This is an optimization exercise on Yosys and OpenROAD, whose aim is small area and few clock cycles per item, not a production implementation.
The RTL was checked by simulation tests, not by an equivalence proof against the original design.

==> flow/design.v (excerpt) <==
module aes128_enc (
    input  wire         clk,
    input  wire         rst,         
    input  wire         start,
    input  wire [127:0] key,
    input  wire [127:0] block_in,
    output wire         ready,
    output reg          done,
    output wire [127:0] block_out
);
    reg  [7:0]  idle_q;
    wire        idle = idle_q[0];
    reg  [7:0]  rcon;
    wire        last = (rcon == 8'h36);
    reg [127:0] state;               
    reg [127:0] round_key;           
    assign ready = idle;
    wire [127:0] shifted;
    genvar r, c;
    generate
        for (c = 0; c < 4; c = c + 1) begin : g_col
            for (r = 0; r < 4; r = r + 1) begin : g_row
                assign shifted[127-8*(4*c+r) -: 8] = state[127-8*(4*(((c+r)%4))+r) -: 8];
            end
        end
    endgenerate
    assign block_out = shifted ^ round_key;
    function [7:0] xtime;
        input [7:0] a;
        xtime = {a[6:0], 1'b0} ^ (a[7] ? 8'h1b : 8'h00);
    endfunction
    wire [127:0] mixed;
    generate
        for (c = 0; c < 4; c = c + 1) begin : g_mix
            wire [7:0] a0 = shifted[127-32*c -: 8];
            wire [7:0] a1 = shifted[119-32*c -: 8];
            wire [7:0] a2 = shifted[111-32*c -: 8];
            wire [7:0] a3 = shifted[103-32*c -: 8];
            wire [7:0] p01 = a0 ^ a1;
            wire [7:0] p12 = a1 ^ a2;
            wire [7:0] p23 = a2 ^ a3;
            wire [7:0] p30 = a3 ^ a0;
  ...
export LEC_CHECK = 0
export CAP_MARGIN = 20
export CELL_PAD_IN_SITES_DETAIL_PLACEMENT = 0
export CELL_PAD_IN_SITES_GLOBAL_PLACEMENT = 1
export CORE_MARGIN = 2
export CORE_UTILIZATION = 65
export CTS_BUF_LIST = sky130_fd_sc_hd__clkbuf_4 sky130_fd_sc_hd__clkbuf_8
export SLEW_MARGIN = 20
create_clock -name core_clock -period 8.0 [get_ports {clk}]
standard.sh (not shown) runs the stock make flow with config.mk's settings and CLKGATE_MAP_FILE= SYNTH_SCRIPT=/design/flow/synth_recipe.tcl, a recipe that flattens the netlist after the stock synthesis.
==> flow/flow/run.sh <==
#!/bin/bash
# Own layout flow: the standard flow (standard.sh) unchanged except for
# ABC's technology mapping in synthesis, which uses flow/abc_map.script
# (area-oriented mapping) in place of ORFS's speed script. Yosys's passes,
# register names, floorplan, placement, CTS, routing and finish are the
# standard flow's. Run in the standard flow's work folder: bash flow/run.sh
set -euo pipefail
W=$(pwd)
F=$W/flow

# Synthesis script: synth_recipe.tcl with the abc call's -script replaced.
{
  head -n 1 synth_recipe.tcl
  cat <<TCL
proc abc {args} {
  set i [lsearch -exact \$args -script]
  if {\$i >= 0} { lset args [expr {\$i + 1}] $F/abc_map.script }
  yosys abc {*}\$args
}
TCL
  tail -n +2 synth_recipe.tcl
} > my_synth.tcl

sed "s#$W/synth_recipe.tcl#$W/my_synth.tcl#g" standard.sh > my_standard.sh
grep -q "my_synth.tcl" my_standard.sh

bash my_standard.sh \
  ADDER_MAP_FILE= \
  BUFFER_PORTS_ARGS="-buffer_cell sky130_fd_sc_hd__buf_1" \
  CTS_ARGS="-sink_clustering_enable -repair_clock_nets -dont_use_dummy_load -buf_list {sky130_fd_sc_hd__clkbuf_4 sky130_fd_sc_hd__clkbuf_8}" \
  finish > flow_make.log 2>&1
==> flow/flow/abc_map.script <==
&get -n
&dch
&nf -R 1000
&put
Testbench counts at the start, summed over its fixed seeds: cycles 16,008, blocks 1,600.
Then changed:
--- a/flow/flow/run.sh
+++ b/flow/flow/run.sh
@@ -29,3 +29,3 @@
   BUFFER_PORTS_ARGS="-buffer_cell sky130_fd_sc_hd__buf_1" \
-  CTS_ARGS="-sink_clustering_enable -repair_clock_nets -dont_use_dummy_load -buf_list {sky130_fd_sc_hd__clkbuf_4 sky130_fd_sc_hd__clkbuf_8}" \
+  CTS_ARGS="-sink_clustering_enable -repair_clock_nets -dont_use_dummy_load -sink_clustering_size 16 -sink_clustering_max_diameter 80 -buf_list {sky130_fd_sc_hd__clkbuf_4 sky130_fd_sc_hd__clkbuf_8}" \
   finish > flow_make.log 2>&1
- CELL_PAD_IN_SITES_GLOBAL_PLACEMENT: 1 -> 0
- CORE_UTILIZATION: 65 -> 72
After rerunning:
- The changed run passed the timing, DRC and antenna checks
- cell count came out lower by 2.1%
- worst hold slack is worse by 0.014 ns
- global-route usage goes up by 4.7 points
- routed wire length increases by 0.75%
- design area is lower by 1.4%
- via count increases by 2.1%
- sequential share of layout area grows by 0.21 points
- sequential cell count stays the same
- die area fell by 9.6%
Then changed:
- CELL_PAD_IN_SITES_GLOBAL_PLACEMENT: 0 -> 1
- CORE_UTILIZATION: 72 -> 65
Utilization falls by 7.3 points.
Design area rises by 0.38%.
Worst setup slack improved by 0.046 ns.
Global-route usage falls by 5.0 points.
Area after synthesis is unchanged.
Maximum frequency rises by 0.64%.
Count of clock-buffer cells in the layout falls by 2.
Sequential share of layout area is about the same.

========
Setup of the reference run:
aes128_enc, a different RTL version from the one above (not shown whole).
Size in the first run: ~3900 cells after synthesis, ~270 flip-flops, roughly 390 I/O pins.
clock: 8.0 ns
lec_check: 0
cap_margin: 20
cell_pad_in_sites_detail_placement: 0
cell_pad_in_sites_global_placement: 0
core_margin: 2
core_utilization: 72
cts_buf_list: sky130_fd_sc_hd__clkbuf_4 sky130_fd_sc_hd__clkbuf_8
slew_margin: 20
==> flow/flow/run.sh <==
#!/bin/bash
# Own layout flow: the standard flow (standard.sh) unchanged except for
# ABC's technology mapping in synthesis, which uses flow/abc_map.script
# (area-oriented mapping) in place of ORFS's speed script. Yosys's passes,
# register names, floorplan, placement, CTS, routing and finish are the
# standard flow's. Run in the standard flow's work folder: bash flow/run.sh
set -euo pipefail
W=$(pwd)
F=$W/flow

# Synthesis script: synth_recipe.tcl with the abc call's -script replaced.
{
  head -n 1 synth_recipe.tcl
  cat <<TCL
proc abc {args} {
  set i [lsearch -exact \$args -script]
  if {\$i >= 0} { lset args [expr {\$i + 1}] $F/abc_map.script }
  yosys abc {*}\$args
}
TCL
  tail -n +2 synth_recipe.tcl
} > my_synth.tcl

sed "s#$W/synth_recipe.tcl#$W/my_synth.tcl#g" standard.sh > my_standard.sh
grep -q "my_synth.tcl" my_standard.sh

bash my_standard.sh \
  ADDER_MAP_FILE= \
  BUFFER_PORTS_ARGS="-buffer_cell sky130_fd_sc_hd__buf_1" \
  CTS_ARGS="-sink_clustering_enable -repair_clock_nets -dont_use_dummy_load -sink_clustering_size 12 -sink_clustering_max_diameter 60 -buf_list {sky130_fd_sc_hd__clkbuf_4 sky130_fd_sc_hd__clkbuf_8}" \
  finish > flow_make.log 2>&1
Scripts as last shown in full above: flow/flow/abc_map.script
The reference run was carried through to the last stage, and its layout satisfied the timing, DRC and antenna checks.
Testbench counts of the reference run, summed over its fixed seeds: cycles 16,008, blocks 1,600.
Relative to the reference run, the following input files were edited for the trial run:
diff --git a/flow/flow/run.sh b/flow/flow/run.sh
--- a/flow/flow/run.sh
+++ b/flow/flow/run.sh
@@ -30 +30 @@
-  CTS_ARGS="-sink_clustering_enable -repair_clock_nets -dont_use_dummy_load -sink_clustering_size 12 -sink_clustering_max_diameter 60 -buf_list {sky130_fd_sc_hd__clkbuf_4 sky130_fd_sc_hd__clkbuf_8}" \
+  CTS_ARGS="-sink_clustering_enable -repair_clock_nets -dont_use_dummy_load -sink_clustering_size 16 -sink_clustering_max_diameter 80 -buf_list {sky130_fd_sc_hd__clkbuf_4 sky130_fd_sc_hd__clkbuf_8}" \
==> comparison <==
Summary of the trial run over the reference run: deepest level of the CTS H-tree went down; worst setup slack moved up. Compared with the reference run, in the trial run number of port buffers now sits at about the same level. Max length of routed wiring on met1 across the trial run and the reference run: the reference run. In terms of upper clock frequency limit, the trial run and the reference run differ only marginally. The global-route track usage on met2 number comes out lower for the trial run vs the reference run. Routed wire in the trial run totals less than in the reference run. The trial run ended with more DRC violation total after the first TritonRoute iteration than the reference run.

========
aes128_enc with an RTL version that a note above also has.
Size: ~270 flip-flops, roughly 390 I/O pins.
Design aes128_enc, start of the top module:
module aes128_enc (
    input  wire         clk,
    input  wire         rst,         
    input  wire         start,
    input  wire [127:0] key,
    input  wire [127:0] block_in,
    output wire         ready,
    output reg          done,
    output wire [127:0] block_out
);
clock: 8.0 ns
lec_check: 0
cap_margin: 20
cell_pad_in_sites_detail_placement: 0
cell_pad_in_sites_global_placement: 1
core_margin: 2
core_utilization: 65
cts_buf_list: sky130_fd_sc_hd__clkbuf_4 sky130_fd_sc_hd__clkbuf_8
gpl_timing_driven: 0
slew_margin: 20
==> flow/flow/run.sh <==
#!/bin/bash
# Own layout flow: the standard flow (standard.sh) unchanged except for
# ABC's technology mapping in synthesis, which uses flow/abc_map.script
# (area-oriented mapping) in place of ORFS's speed script. Yosys's passes,
# register names, floorplan, placement, CTS, routing and finish are the
# standard flow's. Run in the standard flow's work folder: bash flow/run.sh
set -euo pipefail
W=$(pwd)
F=$W/flow

# Synthesis script: synth_recipe.tcl with the abc call's -script replaced.
{
  head -n 1 synth_recipe.tcl
  cat <<TCL
proc abc {args} {
  set i [lsearch -exact \$args -script]
  if {\$i >= 0} { lset args [expr {\$i + 1}] $F/abc_map.script }
  yosys abc {*}\$args
}
TCL
  tail -n +2 synth_recipe.tcl
} > my_synth.tcl

sed "s#$W/synth_recipe.tcl#$W/my_synth.tcl#g" standard.sh > my_standard.sh
grep -q "my_synth.tcl" my_standard.sh

bash my_standard.sh \
  ADDER_MAP_FILE= \
  BUFFER_PORTS_ARGS="-buffer_cell sky130_fd_sc_hd__buf_1" \
  CTS_ARGS="-sink_clustering_enable -repair_clock_nets -dont_use_dummy_load -sink_clustering_size 16 -sink_clustering_max_diameter 80 -buf_list {sky130_fd_sc_hd__clkbuf_4 sky130_fd_sc_hd__clkbuf_8}" \
  finish > flow_make.log 2>&1
Scripts as last shown in full above: flow/flow/abc_map.script
Testbench counts at the start, summed over its fixed seeds: cycles 16,008, blocks 1,600.
==> next run, changes <==
--- a/flow/config.mk
+++ b/flow/config.mk
@@ -12 +12 @@
-export CORE_UTILIZATION = 65
+export CORE_UTILIZATION = 75
@@ -14 +13,0 @@
-export GPL_TIMING_DRIVEN = 0
Outcome: With this change the flow aborted during global placement without I/O on GPL-0301; synthesized cell count is unchanged; area after synthesis is unchanged.
==> next run, changes <==
--- a/flow/flow/run.sh
+++ b/flow/flow/run.sh
@@ -27,5 +27,3 @@
-bash my_standard.sh \
-  ADDER_MAP_FILE= \
-  BUFFER_PORTS_ARGS="-buffer_cell sky130_fd_sc_hd__buf_1" \
-  CTS_ARGS="-sink_clustering_enable -repair_clock_nets -dont_use_dummy_load -sink_clustering_size 16 -sink_clustering_max_diameter 80 -buf_list {sky130_fd_sc_hd__clkbuf_4 sky130_fd_sc_hd__clkbuf_8}" \
-  finish > flow_make.log 2>&1
+# Port buffers: the smallest buffer instead of the one buffer_ports picks.
+# No extraction of half adders before ABC (ADDER_MAP_FILE empty).
+bash my_standard.sh ADDER_MAP_FILE= BUFFER_PORTS_ARGS="-buffer_cell sky130_fd_sc_hd__buf_1" finish > flow_make.log 2>&1
--- a/flow/config.mk
+++ b/flow/config.mk
@@ -12 +12 @@
-export CORE_UTILIZATION = 75
+export CORE_UTILIZATION = 65
This time the run completed with no timing, DRC or antenna violations.
Synthesized cell count stays the same.
Area after synthesis is unchanged.

-- what the ideal ports hide --
No port has a modelled driver above. Below, the same layouts with a new extraction and two added sets of constraints. Step 1 assumes that a clkbuf_16 drives the clock port and a buf_2 every other input. Step 2 adds t to the input delays and takes it off the output delays; t is the mean of the earliest and latest rising clock arrival at the registers after step 1. Input paths then give back, and output paths get back, about the clock's delay inside the block. Three values: ideal ports, drivers, drivers and shift; two values: the first two.
| run | t, ns | setup slack, ns | pins driven straight from the clock port |
|---|---|---|---|
| the first run of note 1 | 0.691 | 0.783 / 0.783 / 0.136 | 1 |
| the second run of note 1 | 0.679 | 0.790 / 0.790 / 0.255 | 1 |
| the third run of note 1 | 0.659 | 0.836 / 0.844 / 0.204 | 1 |
| the reference run | 0.659 | 0.719 / 0.747 / 0.094 | 1 |
| the trial run | 0.643 | 0.732 / 0.772 / 0.128 | 1 |
| the first run of note 3 | 0.662 | 0.169 / 0.191 / -0.471 | 1 |
| the third run of note 3 | 0.711 | 0.757 / 0.757 / 0.143 | 1 |
Met with ideal ports but missed after step 2: setup timing in the first run of note 3. The setup slack of the first run of note 1, which loses most, moves by 0.000 ns with the drivers and by -0.647 ns with both steps.
